Background: an optimization exercise with open tools, aiming at small area, a short achievable clock period and few clock cycles per item. Do not read the settings as production practice. RTL that was checked went through simulation tests only; none was proved equivalent to the original.

==> run F: inputs <==
==> flow/design.v <==
module aes_sbox_p1 (
    input  wire [7:0]  a,
    output wire [11:0] m
);
    function [3:0] gf16_mul(input [3:0] p, input [3:0] q);
        reg [6:0] t;
        begin
            t = ({3'b0, p} & {7{q[0]}}) ^ ({2'b0, p, 1'b0} & {7{q[1]}}) ^
                ({1'b0, p, 2'b0} & {7{q[2]}}) ^ ({p, 3'b0} & {7{q[3]}});
            if (t[6]) t = t ^ 7'b1001100;
            if (t[5]) t = t ^ 7'b0100110;
            if (t[4]) t = t ^ 7'b0010011;
            gf16_mul = t[3:0];
        end
    endfunction
    function [3:0] gf16_inv(input [3:0] p);
        case (p)
            4'd0: gf16_inv = 4'd0;
            4'd1: gf16_inv = 4'd1;
            4'd2: gf16_inv = 4'd9;
            4'd3: gf16_inv = 4'd14;
            4'd4: gf16_inv = 4'd13;
            4'd5: gf16_inv = 4'd11;
            4'd6: gf16_inv = 4'd7;
            4'd7: gf16_inv = 4'd6;
            4'd8: gf16_inv = 4'd15;
            4'd9: gf16_inv = 4'd2;
            4'd10: gf16_inv = 4'd12;
            4'd11: gf16_inv = 4'd5;
            4'd12: gf16_inv = 4'd10;
            4'd13: gf16_inv = 4'd4;
            4'd14: gf16_inv = 4'd3;
            4'd15: gf16_inv = 4'd8;
            default: gf16_inv = 4'd0;
        endcase
    endfunction
    wire [7:0] c;
    assign c[0] = a[0] ^ a[5] ^ a[7];
    assign c[1] = a[2];
    assign c[2] = a[2] ^ a[3] ^ a[4] ^ a[5] ^ a[6] ^ a[7];
    assign c[3] = a[3] ^ a[4];
    assign c[4] = a[4] ^ a[5] ^ a[6];
    assign c[5] = a[1] ^ a[4] ^ a[6] ^ a[7];
    assign c[6] = a[2] ^ a[3] ^ a[5] ^ a[7];
    assign c[7] = a[5] ^ a[7];
    wire [3:0] ah = c[7:4];
    wire [3:0] al = c[3:0];
    wire [3:0] d  = gf16_mul(gf16_mul(ah, ah), 4'd8) ^ gf16_mul(ah, al) ^ gf16_mul(al, al);
    assign m = {ah, ah ^ al, gf16_inv(d)};
endmodule
module aes_sbox_p2 (
    input  wire [11:0] m,
    output wire [7:0]  y
);
    function [3:0] gf16_mul(input [3:0] p, input [3:0] q);
        reg [6:0] t;
        begin
            t = ({3'b0, p} & {7{q[0]}}) ^ ({2'b0, p, 1'b0} & {7{q[1]}}) ^
                ({1'b0, p, 2'b0} & {7{q[2]}}) ^ ({p, 3'b0} & {7{q[3]}});
            if (t[6]) t = t ^ 7'b1001100;
            if (t[5]) t = t ^ 7'b0100110;
            if (t[4]) t = t ^ 7'b0010011;
            gf16_mul = t[3:0];
        end
    endfunction
    wire [3:0] di = m[3:0];
    wire [7:0] z  = {gf16_mul(m[11:8], di), gf16_mul(m[7:4], di)};
    assign y[0] = z[0] ^ z[2] ^ z[6] ^ 1'b1;
    assign y[1] = z[0] ^ z[1] ^ z[2] ^ z[3] ^ z[4] ^ z[5] ^ 1'b1;
    assign y[2] = z[0] ^ z[3] ^ z[5] ^ z[6];
    assign y[3] = z[0] ^ z[2] ^ z[5];
    assign y[4] = z[0] ^ z[1] ^ z[3] ^ z[4] ^ z[5];
    assign y[5] = z[1] ^ z[2] ^ z[3] ^ z[5] ^ z[6] ^ z[7] ^ 1'b1;
    assign y[6] = z[4] ^ z[6] ^ z[7] ^ 1'b1;
    assign y[7] = z[1] ^ z[2];
endmodule
module aes256_line (
    input  wire         clk,
    input  wire         rst,         
    input  wire         in_valid,
    output wire         in_ready,
    input  wire [255:0] in_key,
    input  wire [127:0] in_data,
    output reg          out_valid,
    input  wire         out_ready,
    output wire [127:0] out_data
);
    reg         a_valid;
    reg [3:0]   a_round;     
    reg [127:0] a_state;
    reg [255:0] a_kwin;      
    reg         b_valid;
    reg [3:0]   b_round;
    reg [191:0] b_cut;       
    reg [47:0]  b_kcut;      
    reg [255:0] b_kwin;
    reg [127:0] out_reg;
    assign out_data = out_reg;
    wire finish = b_valid && (b_round == 4'd14);
    wire stall  = finish && out_valid && !out_ready;
    assign in_ready = !(b_valid && !finish) && !stall;
    wire load   = in_valid && in_ready;
    wire [191:0] cut;
    genvar g;
    generate
        for (g = 0; g < 16; g = g + 1) begin : g_sb1
            aes_sbox_p1 u_p1 (.a(a_state[127-8*g -: 8]), .m(cut[191-12*g -: 12]));
        end
    endgenerate
    wire [31:0] last_word = a_kwin[31:0];
    wire [47:0] kcut;
    generate
        for (g = 0; g < 4; g = g + 1) begin : g_ks1
            aes_sbox_p1 u_p1 (.a(last_word[31-8*g -: 8]), .m(kcut[47-12*g -: 12]));
        end
    endgenerate
    wire [127:0] sub_bytes;
    generate
        for (g = 0; g < 16; g = g + 1) begin : g_sb2
            aes_sbox_p2 u_p2 (.m(b_cut[191-12*g -: 12]), .y(sub_bytes[127-8*g -: 8]));
        end
    endgenerate
    wire [127:0] shift_rows;
    generate
        for (g = 0; g < 16; g = g + 1) begin : g_sr
            localparam integer R = g % 4;
            localparam integer C = g / 4;
            localparam integer SRC = 4 * ((C + R) % 4) + R;
            assign shift_rows[127-8*g -: 8] = sub_bytes[127-8*SRC -: 8];
        end
    endgenerate
    function [7:0] xtime(input [7:0] b);
        xtime = {b[6:0], 1'b0} ^ (b[7] ? 8'h1b : 8'h00);
    endfunction
    function [31:0] mix_column(input [31:0] col);
        reg [7:0] a0, a1, a2, a3;
        begin
            a0 = col[31:24]; a1 = col[23:16]; a2 = col[15:8]; a3 = col[7:0];
            mix_column[31:24] = xtime(a0) ^ xtime(a1) ^ a1 ^ a2 ^ a3;
            mix_column[23:16] = a0 ^ xtime(a1) ^ xtime(a2) ^ a2 ^ a3;
            mix_column[15:8]  = a0 ^ a1 ^ xtime(a2) ^ xtime(a3) ^ a3;
            mix_column[7:0]   = xtime(a0) ^ a0 ^ a1 ^ a2 ^ xtime(a3);
        end
    endfunction
    wire [127:0] mix_columns = {mix_column(shift_rows[127:96]), mix_column(shift_rows[95:64]),
                                mix_column(shift_rows[63:32]),  mix_column(shift_rows[31:0])};
    wire [127:0] round_key = b_kwin[127:0];
    wire [127:0] round_out = mix_columns ^ round_key;    
    wire [127:0] final_out = shift_rows ^ round_key;     
    wire [31:0] sub_word;    
    generate
        for (g = 0; g < 4; g = g + 1) begin : g_ks2
            aes_sbox_p2 u_p2 (.m(b_kcut[47-12*g -: 12]), .y(sub_word[31-8*g -: 8]));
        end
    endgenerate
    reg [7:0] rcon;
    always @(*) begin
        case (b_round[3:1])
            3'd0: rcon = 8'h01;
            3'd1: rcon = 8'h02;
            3'd2: rcon = 8'h04;
            3'd3: rcon = 8'h08;
            3'd4: rcon = 8'h10;
            3'd5: rcon = 8'h20;
            default: rcon = 8'h40;
        endcase
    end
    wire [31:0] temp = b_round[0] ? {sub_word[23:16] ^ rcon, sub_word[15:0], sub_word[31:24]}
                                  : sub_word;
    wire [31:0] p0 = b_kwin[255:224];
    wire [31:0] p1 = p0 ^ b_kwin[223:192];
    wire [31:0] p2 = p1 ^ b_kwin[191:160];
    wire [31:0] p3 = p2 ^ b_kwin[159:128];
    wire [127:0] next_words = {p0 ^ temp, p1 ^ temp, p2 ^ temp, p3 ^ temp};
    always @(posedge clk) begin
        if (rst) begin
            a_valid   <= 1'b0;
            b_valid   <= 1'b0;
            out_valid <= 1'b0;
        end else if (!stall) begin
            b_valid <= a_valid;
            if (load) begin
                a_valid <= 1'b1;
            end else begin
                a_valid <= b_valid && !finish;
            end
            if (finish)
                out_valid <= 1'b1;
            else if (out_ready)
                out_valid <= 1'b0;
        end
    end
    always @(posedge clk) begin
        if (!stall) begin
            b_round <= a_round;
            b_cut   <= cut;
            b_kcut  <= kcut;
            b_kwin  <= a_kwin;
            if (load) begin
                a_round <= 4'd1;
                a_state <= in_data ^ in_key[255:128];
                a_kwin  <= in_key;
            end else begin
                a_round <= b_round + 4'd1;
                a_state <= round_out;
                a_kwin  <= {b_kwin[127:0], next_words};
            end
            if (finish)
                out_reg <= final_out;
        end
    end
endmodule
==> flow/run.sh <==
#!/bin/bash
# synth_recipe.tcl (not shown) runs the flow's synth.tcl, then flattens the netlist and writes it again
# the make line also repeats each setting of config.mk as NAME=value (left out here)
make -C /OpenROAD-flow-scripts/flow DESIGN_CONFIG=/design/flow/config.mk WORK_HOME=/design/flow/orfs CLKGATE_MAP_FILE= SYNTH_SCRIPT=/design/flow/synth_recipe.tcl finish
==> flow/config.mk <==
export PLATFORM = sky130hd
export DESIGN_NAME = aes256_line
export DESIGN_NICKNAME = aes256_line
export VERILOG_FILES = /design/flow/design.v
export SDC_FILE = /design/flow/constraint.sdc
export NUM_CORES = 4
export LEC_CHECK = 0
export ABC_CLOCK_PERIOD_IN_PS = 3500
export CAP_MARGIN = 20
export CORE_MARGIN = 2
export CORE_UTILIZATION = 40
export PLACE_DENSITY = 0.6
export SETUP_SLACK_MARGIN = 3.9
export SLEW_MARGIN = 20
==> flow/constraint.sdc <==
create_clock -name core_clock -period 7.5 [get_ports {clk}]
set_input_delay 1.5000 -clock core_clock [delete_from_list [all_inputs] [get_ports {clk}]]
set_output_delay 1.5000 -clock core_clock [all_outputs]
set_load 0.01 [all_outputs]
==> run Y: changes against run F <==
==> flow/design.v (replaced) <==
module aes_sbox_q1 (
    input  wire [7:0]  a,
    output wire [11:0] m
);
    function [3:0] gf16_mul(input [3:0] p, input [3:0] q);
        reg [6:0] t;
        begin
            t = ({3'b0, p} & {7{q[0]}}) ^ ({2'b0, p, 1'b0} & {7{q[1]}}) ^
                ({1'b0, p, 2'b0} & {7{q[2]}}) ^ ({p, 3'b0} & {7{q[3]}});
            if (t[6]) t = t ^ 7'b1001100;
            if (t[5]) t = t ^ 7'b0100110;
            if (t[4]) t = t ^ 7'b0010011;
            gf16_mul = t[3:0];
        end
    endfunction
    wire [7:0] c;
    assign c[0] = a[0] ^ a[5] ^ a[7];
    assign c[1] = a[2];
    assign c[2] = a[2] ^ a[3] ^ a[4] ^ a[5] ^ a[6] ^ a[7];
    assign c[3] = a[3] ^ a[4];
    assign c[4] = a[4] ^ a[5] ^ a[6];
    assign c[5] = a[1] ^ a[4] ^ a[6] ^ a[7];
    assign c[6] = a[2] ^ a[3] ^ a[5] ^ a[7];
    assign c[7] = a[5] ^ a[7];
    wire [3:0] ah = c[7:4];
    wire [3:0] al = c[3:0];
    wire [3:0] d  = gf16_mul(gf16_mul(ah, ah), 4'd8) ^ gf16_mul(ah, al) ^ gf16_mul(al, al);
    assign m = {ah, ah ^ al, d};
endmodule
module aes_sbox_q2 (
    input  wire [11:0] m,
    output wire [7:0]  z
);
    function [3:0] gf16_mul(input [3:0] p, input [3:0] q);
        reg [6:0] t;
        begin
            t = ({3'b0, p} & {7{q[0]}}) ^ ({2'b0, p, 1'b0} & {7{q[1]}}) ^
                ({1'b0, p, 2'b0} & {7{q[2]}}) ^ ({p, 3'b0} & {7{q[3]}});
            if (t[6]) t = t ^ 7'b1001100;
            if (t[5]) t = t ^ 7'b0100110;
            if (t[4]) t = t ^ 7'b0010011;
            gf16_mul = t[3:0];
        end
    endfunction
    function [3:0] gf16_inv(input [3:0] p);
        case (p)
            4'd0: gf16_inv = 4'd0;
            4'd1: gf16_inv = 4'd1;
            4'd2: gf16_inv = 4'd9;
            4'd3: gf16_inv = 4'd14;
            4'd4: gf16_inv = 4'd13;
            4'd5: gf16_inv = 4'd11;
            4'd6: gf16_inv = 4'd7;
            4'd7: gf16_inv = 4'd6;
            4'd8: gf16_inv = 4'd15;
            4'd9: gf16_inv = 4'd2;
            4'd10: gf16_inv = 4'd12;
            4'd11: gf16_inv = 4'd5;
            4'd12: gf16_inv = 4'd10;
            4'd13: gf16_inv = 4'd4;
            4'd14: gf16_inv = 4'd3;
            4'd15: gf16_inv = 4'd8;
            default: gf16_inv = 4'd0;
        endcase
    endfunction
    wire [3:0] di = gf16_inv(m[3:0]);
    assign z = {gf16_mul(m[11:8], di), gf16_mul(m[7:4], di)};
endmodule
module aes_sbox_q3 (
    input  wire [7:0] z,
    output wire [7:0] y
);
    assign y[0] = z[0] ^ z[2] ^ z[6] ^ 1'b1;
    assign y[1] = z[0] ^ z[1] ^ z[2] ^ z[3] ^ z[4] ^ z[5] ^ 1'b1;
    assign y[2] = z[0] ^ z[3] ^ z[5] ^ z[6];
    assign y[3] = z[0] ^ z[2] ^ z[5];
    assign y[4] = z[0] ^ z[1] ^ z[3] ^ z[4] ^ z[5];
    assign y[5] = z[1] ^ z[2] ^ z[3] ^ z[5] ^ z[6] ^ z[7] ^ 1'b1;
    assign y[6] = z[4] ^ z[6] ^ z[7] ^ 1'b1;
    assign y[7] = z[1] ^ z[2];
endmodule
module aes256_line (
    input  wire         clk,
    input  wire         rst,         
    input  wire         in_valid,
    output wire         in_ready,
    input  wire [255:0] in_key,
    input  wire [127:0] in_data,
    output reg          out_valid,
    input  wire         out_ready,
    output wire [127:0] out_data
);
    reg         a_valid, b_valid, c_valid;
    reg         a_park,  b_park,  c_park;    
    reg [1:0]   a_tag,   b_tag,   c_tag;     
    reg [3:0]   a_round, b_round, c_round;   
    reg [255:0] a_kwin,  b_kwin,  c_kwin;    
    reg [127:0] a_state;
    reg [191:0] b_m;         
    reg [47:0]  b_km;        
    reg [127:0] c_z;         
    reg [31:0]  c_kz;        
    reg [1:0]   head;        
    reg [1:0]   tail;        
    reg [127:0] out_reg;
    assign out_data = out_reg;
    wire finish   = !c_park && (c_round == 4'd14);
    wire done     = c_valid && (finish || c_park);
    wire oldest   = (c_tag == head);
    wire out_free = !out_valid || out_ready;
    wire c_go     = done && oldest && out_free;
    assign in_ready = !c_valid || (done && oldest && !out_valid);
    wire load     = in_valid && in_ready;
    genvar g;
    wire [191:0] m1;
    wire [47:0]  km1;
    generate
        for (g = 0; g < 16; g = g + 1) begin : g_q1
            aes_sbox_q1 u_q1 (.a(a_state[127-8*g -: 8]), .m(m1[191-12*g -: 12]));
        end
        for (g = 0; g < 4; g = g + 1) begin : g_kq1
            aes_sbox_q1 u_q1 (.a(a_kwin[31-8*g -: 8]), .m(km1[47-12*g -: 12]));
        end
    endgenerate
    wire [127:0] z2;
    wire [31:0]  kz2;
    generate
        for (g = 0; g < 16; g = g + 1) begin : g_q2
            aes_sbox_q2 u_q2 (.m(b_m[191-12*g -: 12]), .z(z2[127-8*g -: 8]));
        end
        for (g = 0; g < 4; g = g + 1) begin : g_kq2
            aes_sbox_q2 u_q2 (.m(b_km[47-12*g -: 12]), .z(kz2[31-8*g -: 8]));
        end
    endgenerate
    wire [127:0] sub_bytes;
    wire [31:0]  sub_word;   
    generate
        for (g = 0; g < 16; g = g + 1) begin : g_q3
            aes_sbox_q3 u_q3 (.z(c_z[127-8*g -: 8]), .y(sub_bytes[127-8*g -: 8]));
        end
        for (g = 0; g < 4; g = g + 1) begin : g_kq3
            aes_sbox_q3 u_q3 (.z(c_kz[31-8*g -: 8]), .y(sub_word[31-8*g -: 8]));
        end
    endgenerate
    wire [127:0] shift_rows;
    generate
        for (g = 0; g < 16; g = g + 1) begin : g_sr
            localparam integer R = g % 4;
            localparam integer C = g / 4;
            localparam integer SRC = 4 * ((C + R) % 4) + R;
            assign shift_rows[127-8*g -: 8] = sub_bytes[127-8*SRC -: 8];
        end
    endgenerate
    function [7:0] xtime(input [7:0] b);
        xtime = {b[6:0], 1'b0} ^ (b[7] ? 8'h1b : 8'h00);
    endfunction
    function [31:0] mix_column(input [31:0] col);
        reg [7:0] a0, a1, a2, a3;
        begin
            a0 = col[31:24]; a1 = col[23:16]; a2 = col[15:8]; a3 = col[7:0];
            mix_column[31:24] = xtime(a0) ^ xtime(a1) ^ a1 ^ a2 ^ a3;
            mix_column[23:16] = a0 ^ xtime(a1) ^ xtime(a2) ^ a2 ^ a3;
            mix_column[15:8]  = a0 ^ a1 ^ xtime(a2) ^ xtime(a3) ^ a3;
            mix_column[7:0]   = xtime(a0) ^ a0 ^ a1 ^ a2 ^ xtime(a3);
        end
    endfunction
    wire [127:0] mix_columns = {mix_column(shift_rows[127:96]), mix_column(shift_rows[95:64]),
                                mix_column(shift_rows[63:32]),  mix_column(shift_rows[31:0])};
    wire [127:0] round_key = c_kwin[127:0];
    wire [127:0] round_out = mix_columns ^ round_key;    
    wire [127:0] final_out = shift_rows ^ round_key;     
    reg [7:0] rcon;
    always @(*) begin
        case (c_round[3:1])
            3'd0: rcon = 8'h01;
            3'd1: rcon = 8'h02;
            3'd2: rcon = 8'h04;
            3'd3: rcon = 8'h08;
            3'd4: rcon = 8'h10;
            3'd5: rcon = 8'h20;
            default: rcon = 8'h40;
        endcase
    end
    wire [31:0] temp = c_round[0] ? {sub_word[23:16] ^ rcon, sub_word[15:0], sub_word[31:24]}
                                  : sub_word;
    wire [31:0] p0 = c_kwin[255:224];
    wire [31:0] p1 = p0 ^ c_kwin[223:192];
    wire [31:0] p2 = p1 ^ c_kwin[191:160];
    wire [31:0] p3 = p2 ^ c_kwin[159:128];
    wire [127:0] next_words = {p0 ^ temp, p1 ^ temp, p2 ^ temp, p3 ^ temp};
    always @(posedge clk) begin
        if (rst) begin
            a_valid   <= 1'b0;
            b_valid   <= 1'b0;
            c_valid   <= 1'b0;
            out_valid <= 1'b0;
            head      <= 2'd0;
            tail      <= 2'd0;
        end else begin
            b_valid <= a_valid;
            c_valid <= b_valid;
            a_valid <= load || (c_valid && !c_go);
            if (load)
                tail <= tail + 2'd1;
            if (c_go) begin
                head      <= head + 2'd1;
                out_valid <= 1'b1;
            end else if (out_ready) begin
                out_valid <= 1'b0;
            end
        end
    end
    always @(posedge clk) begin
        b_park  <= a_park;
        b_tag   <= a_tag;
        b_round <= a_round;
        b_kwin  <= a_kwin;
        b_m     <= m1;
        b_km    <= km1;
        c_park  <= b_park;
        c_tag   <= b_tag;
        c_round <= b_round;
        c_kwin  <= b_kwin;
        c_z     <= z2;
        c_kz    <= kz2;
        if (load) begin
            a_park  <= 1'b0;
            a_tag   <= tail;
            a_round <= 4'd1;
            a_state <= in_data ^ in_key[255:128];
            a_kwin  <= in_key;
        end else begin
            a_park  <= c_park || finish;
            a_tag   <= c_tag;
            a_round <= c_round + 4'd1;
            a_state <= round_out;
            a_kwin  <= {c_kwin[127:0], c_park ? c_kwin[127:0] : finish ? final_out : next_words};
        end
        if (c_go)
            out_reg <= c_park ? c_kwin[127:0] : final_out;
    end
endmodule
- ABC_CLOCK_PERIOD_IN_PS: 3500 -> 2900
- SETUP_SLACK_MARGIN: 3.9 -> 4.6
==> reports/qor.yml <==
routing:
  wl_met2_um: 126000
  drt-met1-wl_um: 107000
  vias: 57003
cells_and_area:
  inv_count: 223
  n_all_buffers: 1000
setup_path:
  crit_start: "c_round[0]"
  worstPathRequired_ps: 6000
synthesis:
  syn_avg_cell_area_um2: 9.55
  synthDistinctLibCells: 85
floorplanning:
  start_util: 0.403
  die_w_um: 436
sta:
  holdWs_ps: 302
run_status:
  outcome: "finished clean"
clock_network:
  postCtsResizedCells: 1112
  cts-buffers-inserted: 156
the above is filed under run Y

==> reports/qor.yml <==
synthesis:
  syn_avg_cell_area_um2: 11.0
setup_path:
  crit_start: "b_kcut[19]"
  worstPathRequired_ps: 8030
sta:
  holdWs_ps: 408
routing:
  wl_met2_um: 123000
  drt-met1-wl_um: 95500
cells_and_area:
  inv_count: 192
floorplanning:
  start_util: 0.402
  die_w_um: 432
run_status:
  outcome: "finished clean"
the above is filed under run F

Testbench counts of run F, summed over its fixed seeds: cycles 5,400, blocks 384.
The RTL of run Y was laid out without a check of its function.

[re-timing with driven ports]
Ports are ideal in the flow. The routed layouts listed here were re-timed in OpenROAD.
Step 1, drivers: a clkbuf_16 drives clk and a buf_2 each remaining input, both assumed.
Step 2 also shifts input and output timing later by t, the mid clock arrival at the registers, as if the neighbouring blocks saw the same clock.
Three values: no drivers, after step 1, after step 2; two values: the first two.
run	t (ns)	slack for setup (ns)	worst setup path at the end	worst data-port slew with drivers (ns)
run F	0.847	3.827 / 3.827 / 3.495	input to register	0.12
run Y	0.904	4.012 / 3.923 / 3.727	input to register	0.24
After both steps setup and hold are still met in every run listed. The setup slack of run F, which loses most, moves by 0.000 ns with the drivers and by -0.332 ns with both steps.
